This is an optimization exercise on Yosys and OpenROAD, whose aim is small area, a short achievable clock period and few clock cycles per item, not a production implementation. Where RTL was checked, it was by simulation tests only, not by an equivalence proof against the original. Power and IR drop assume default switching activity.

== v44 ==
## fpcvt
module fpcvt (
    input  wire        clk,
    input  wire        rst,
    input  wire        in_valid,
    output wire        in_ready,
    input  wire [31:0] x,
    input  wire [3:0]  fmt,
    input  wire        ovf_ieee,
    input  wire        tern,
    output reg         out_valid,
    output reg  [31:0] y,
    output reg         flag_ovf,
    output reg         flag_nan
);
Size: roughly 1000 cells after synthesis, about 77 I/O pins.
export LEC_CHECK = 0
export CAP_MARGIN = 0
export CORE_MARGIN = 2
export CORE_UTILIZATION = 40
export CTS_BUF_LIST = sky130_fd_sc_hd__clkbuf_8
export SLEW_MARGIN = 0
create_clock -name core_clock -period 17.0 [get_ports {clk}]
standard.sh (not shown) runs the stock make flow with config.mk's settings and CLKGATE_MAP_FILE= SYNTH_SCRIPT=/design/flow/synth_recipe.tcl, a recipe that flattens the netlist after the stock synthesis.
==> flow/flow/run.sh <==
#!/bin/bash
set -euo pipefail
export BUFFER_PORTS_ARGS="-buffer_cell sky130_fd_sc_hd__buf_2"
export SETUP_SLACK_MARGIN=12.6
bash standard.sh > standard.log 2>&1
v44 finished end to end and its layout was clean on timing, DRC and antenna.
Testbench counts of v44, summed over its fixed seeds: cycles 24,024, items 24,000.
diff inputs: v44 => v14
Settings: changing CAP_MARGIN from 0 to 20; changing SLEW_MARGIN from 0 to 20; removing CTS_BUF_LIST (formerly sky130_fd_sc_hd__clkbuf_8).
==> flow/run.sh (new file) <==
#!/bin/bash
# synth_recipe.tcl (not shown) runs the flow's synth.tcl, then flattens the netlist and writes it again
# the make line also repeats each setting of config.mk as NAME=value (left out here)
make -C /OpenROAD-flow-scripts/flow DESIGN_CONFIG=/design/flow/config.mk WORK_HOME=/design/flow/orfs CLKGATE_MAP_FILE= SYNTH_SCRIPT=/design/flow/synth_recipe.tcl finish
removed: flow/flow/run.sh
removed: flow/standard.sh
--- outcome ---
- Biggest fanout along the worst timing path, v44 and v14, higher one = v14.
- Comparing post-cts repair resize count for v44 and v14, the bigger number came from v44.
- Worst path buffer plus inverter count up 1 in v14 wrt v44
- Lower met1 global-route usage was reported by v14, not v44.
- v14 — power per unit of standard cell area 9.3% higher, v44 as reference
- | count of non-CTS buffers in the layout | v44 vs v14 | ≈ equal |
- Number of stages on the worst setup path (higher): v14
- v14 ended up with fmt1[1]$_DFF_P_ as its origin of the worst setup path; v44 ended up with y[23]$_DFF_P_.
- Compared with v44, v14 shows multi-input combinational cell area lower by 0.47%.
Changes in v22 relative to v14:
Settings: putting CTS_BUF_LIST at sky130_fd_sc_hd__clkbuf_8 where nothing was set.
==> flow/flow/run.sh (new file) <==
#!/bin/bash
set -euo pipefail
export BUFFER_PORTS_ARGS="-buffer_cell sky130_fd_sc_hd__buf_2"
export SETUP_SLACK_MARGIN=12.5
export CTS_ARGS="-sink_clustering_enable -repair_clock_nets -buf_list sky130_fd_sc_hd__clkbuf_8 -dont_use_dummy_load"
bash standard.sh > standard.log 2>&1
==> flow/standard.sh (new file) <==
#!/bin/bash
# synth_recipe.tcl (not shown) runs the flow's synth.tcl, then flattens the netlist and writes it again
# the make line also repeats each setting of config.mk as NAME=value (left out here)
make -C /OpenROAD-flow-scripts/flow DESIGN_CONFIG=/design/flow/config.mk WORK_HOME=/design/flow/orfs CLKGATE_MAP_FILE= SYNTH_SCRIPT=/design/flow/synth_recipe.tcl "${@:-finish}"
removed: flow/run.sh
Findings:
Delta (v22 minus v14): hold slack rose 35 ps; power per unit of standard cell area moved down.
Delta (v22 minus v14): clock network area share shows a reduction of 4.1 points, area added between synthesis and finish shows a reduction of 9.4 points, post-cts sizing count shows an increase of 2, global routing met3 resource utilization shows a reduction of 0.53 points, total power shows a reduction of 0.22 mW.
Relative to v22, the following input files were edited for v46:
==> flow/flow/run.sh <==
#!/bin/bash
set -euo pipefail
export BUFFER_PORTS_ARGS="-buffer_cell sky130_fd_sc_hd__buf_2"
export SETUP_SLACK_MARGIN=12.6
bash standard.sh > standard.log 2>&1
### Flow results
- Status | v46 and v22 | clean
- Comparing v22 with v46, the met2 usage came out essentially unchanged.
- Clock network area share in v46 is 1.6 points higher than in v22
- On via count of the first global-routing pass, the higher figure sits with v46, not v22.
- v46 vs v22: routed wire length per instance down in v46
- Total detailed-routing wirelength ends up higher on v46.
- Diff v22..v46 | net count after synthesis | unchanged
- The final clock period utilization by the worst path was comparable across v46 and v22.
- Compared with v22, v46 shows a higher overall routing resource usage.
- Comparing v46 and v22, hold slack is lower on v22.


main:
fpcvt, a different RTL version from the one above (not shown whole).
For scale: roughly 980 cells after synthesis, roughly 120 flip-flops, about 77 I/O pins.
==> flow/design.v (excerpt) <==
module fpcvt (
    input  wire        clk,
    input  wire        rst,
    input  wire        in_valid,
    output wire        in_ready,
    input  wire [31:0] x,
    input  wire [3:0]  fmt,
    input  wire        ovf_ieee,
    input  wire        tern,
    output reg         out_valid,
    output reg  [31:0] y,
    output reg         flag_ovf,
    output reg         flag_nan
);
export LEC_CHECK = 0
export CAP_MARGIN = 20
export CORE_MARGIN = 2
export CORE_UTILIZATION = 40
export CTS_BUF_LIST = sky130_fd_sc_hd__clkbuf_8
export SLEW_MARGIN = 20
create_clock -name core_clock -period 17.0 [get_ports {clk}]
==> flow/flow/run.sh <==
#!/bin/bash
set -euo pipefail
export BUFFER_PORTS_ARGS="-buffer_cell sky130_fd_sc_hd__buf_2"
export SETUP_SLACK_MARGIN=12.6
bash standard.sh > standard.log 2>&1
Edits applied to the flow inputs when going from main to the feature branch:
# main
export LEC_CHECK = 0
export CAP_MARGIN = 20
export CORE_MARGIN = 2
export CORE_UTILIZATION = 40
export CTS_BUF_LIST = sky130_fd_sc_hd__clkbuf_8
export SLEW_MARGIN = 20
create_clock -name core_clock -period 17.0 [get_ports {clk}]
# the feature branch
export LEC_CHECK = 0
export CAP_MARGIN = 20
export CORE_MARGIN = 2
export CORE_UTILIZATION = 55
export CTS_BUF_LIST = sky130_fd_sc_hd__clkbuf_8
export CTS_CLUSTER_SIZE = 30
export SLEW_MARGIN = 20
create_clock -name core_clock -period 17.0 [get_ports {clk}]
--- outcome ---
Compared with main, the feature branch shows core utilization higher by 19 points. Async set or reset register ratio after synthesis essentially unchanged between main and the feature branch. The feature branch -> main: number of flops mapped to enable cells by yosys delta 0, exact match. main has a lower via density per instance than the feature branch. The feature branch vs. main: area growth from synthesis to layout went up by 1.2 points.
Function was not checked in any run of this note: the RTL went through the layout flow alone.


## run A
RTL: one of the versions met above, not the one the previous note started from.
For scale: ~1000 cells after synthesis, roughly 120 flip-flops, roughly 7900 sq um of cells after synthesis.
Settings: LEC_CHECK=0, CAP_MARGIN=20, CORE_MARGIN=2, CORE_UTILIZATION=40, CTS_BUF_LIST=sky130_fd_sc_hd__clkbuf_8, GPL_TIMING_DRIVEN=0, SLEW_MARGIN=20; clock period 17.0 ns.
==> flow/flow/run.sh <==
#!/bin/bash
set -euo pipefail
export BUFFER_PORTS_ARGS="-buffer_cell sky130_fd_sc_hd__buf_2"
export SETUP_SLACK_MARGIN=12.6
export CTS_ARGS="-sink_clustering_enable -repair_clock_nets -buf_list sky130_fd_sc_hd__clkbuf_8 -dont_use_dummy_load"
bash standard.sh > standard.log 2>&1
Testbench counts of run A, summed over its fixed seeds: cycles 24,024, items 24,000.
Changes in run B relative to run A:
Settings: changing CORE_UTILIZATION from 40 to 55; removing GPL_TIMING_DRIVEN (formerly 0); setting CTS_CLUSTER_SIZE to 30 for the first time.
==> flow/flow/run.sh <==
#!/bin/bash
set -euo pipefail
export BUFFER_PORTS_ARGS="-buffer_cell sky130_fd_sc_hd__buf_2"
export SETUP_SLACK_MARGIN=12.6
bash standard.sh > standard.log 2>&1
[summary]
- Per the comparison of run B with run A, final worst-path setup slack went up by 0.016 ns; met1 usage in global routing went up by 9.4 points.
- Run B: area added between synthesis and finish lower than run A
- Going from run A to run B, clock slew seen by the registers of the worst setup and hold paths grows by 0.02 ns.
- Compared run B vs run A, and worst-margin pin slew is down in run B.
- Run B vs run A — power density over the cells climbed by more than 10%
- Run B: global-route met2 utilization is 8.0 points higher than what run A reported.
- Looking only at clock share of power, and setting everything else aside, the higher value of run A and run B goes to run B.
- On run B: average vias per placed instance is 8.5% higher than what run A gave.
[inputs] run C vs run B
Settings: clearing CTS_CLUSTER_SIZE, which used to be 30; swapping 55 for 40 in CORE_UTILIZATION.
--- a/flow/flow/run.sh
+++ b/flow/flow/run.sh
@@ -4,2 +4,3 @@
 export SETUP_SLACK_MARGIN=12.6
+export CTS_ARGS="-repair_clock_nets -buf_list sky130_fd_sc_hd__clkbuf_8 -dont_use_dummy_load"
 bash standard.sh > standard.log 2>&1
## What came out
Run B vs run C, last element of the critical path: y[4] vs y[23]. Of run C and run B, run B shows the lower combinational fraction of design power, with run C above it. Run B vs run C, worst setup path startpoint: y[4] vs y[23]. Re count of input and output buffers: no difference whatsoever between run C and run B. What run B reported for power has to be multiplied by 0.909 to get the figure for run C. As of run C, number of fillers in the final layout had risen by more than half compared to run B. The number of cells on the worst hold path reported for run C is greater than that of run B by 1. Run C: final cell count higher than run B.
The following lists how run D was set up differently from run C:
Settings: an added CTS_CLUSTER_SIZE of 40; an added CTS_CLUSTER_DIAMETER of 200.
==> flow/flow/run.sh <==
#!/bin/bash
set -euo pipefail
export BUFFER_PORTS_ARGS="-buffer_cell sky130_fd_sc_hd__buf_2"
export SETUP_SLACK_MARGIN=12.6
bash standard.sh > standard.log 2>&1
## What came out
Diff run D..run C | length in cells of the worst reg-to-reg path | unchanged
Summary of the comparison: final standard cell area without fillers is higher in run D, relative to run C.
Changes observed in run D relative to run C: detailed route wirelength on metal3 increased 0.97%; final total power shows an increase of about 8%; global-route track usage on met3 went up 0.76 points.
Compared with run C, placement density in the core of run D is higher.
Run D -> run C: simple-gate area share of the yosys netlist delta 0, exact match
Fraction of met1 tracks used by global routing: run D vs run C down 0.39 points
Compared run C against run D; peak clock frequency supported by timing within noise.

-- static timing again, ports no longer ideal --
How much do the figures lean on ideal ports? The routed layouts below were timed once more, with nothing changed but the port constraints.
Step 1 (the two cells are an assumption about what drives the block):
set clk [get_ports {clk}]
set_driving_cell -lib_cell sky130_fd_sc_hd__clkbuf_16 $clk
set_driving_cell -lib_cell sky130_fd_sc_hd__buf_2 [delete_from_list [all_inputs] $clk]
Step 2, shift: input delay + t, output delay - t, t = (earliest + latest rising clock arrival at the registers) / 2. This alone moves slack from input paths to output paths.
Slacks: ideal / step 1 / step 2; pairs: ideal / step 1.
| run | t (ns) | setup slack, ns | worst setup path at the end | pins driven straight from the clock port |
|---|---|---|---|---|
| v44 | 0.499 | 12.697 / 12.657 / 12.816 | register to register | 1 |
| v14 | 0.474 | 12.089 / 12.089 / 12.089 | register to register | 1 |
| v22 | 0.489 | 12.701 / 12.656 / 12.722 | register to register | 1 |
| v46 | 0.499 | 12.697 / 12.657 / 12.816 | register to register | 1 |
| main | 0.495 | 12.656 / 12.656 / 12.656 | register to register | 1 |
| the feature branch | 0.489 | 12.619 / 12.619 / 12.619 | register to register | 1 |
| run A | 0.478 | 12.678 / 12.666 / 12.678 | register to register | 1 |
| run B | 0.514 | 12.695 / 12.651 / 12.799 | register to register | 1 |
| run C | 0.483 | 12.707 / 12.663 / 12.816 | register to register | 1 |
| run D | 0.499 | 12.697 / 12.657 / 12.816 | register to register | 1 |
After both steps setup and hold are still met in every run listed.
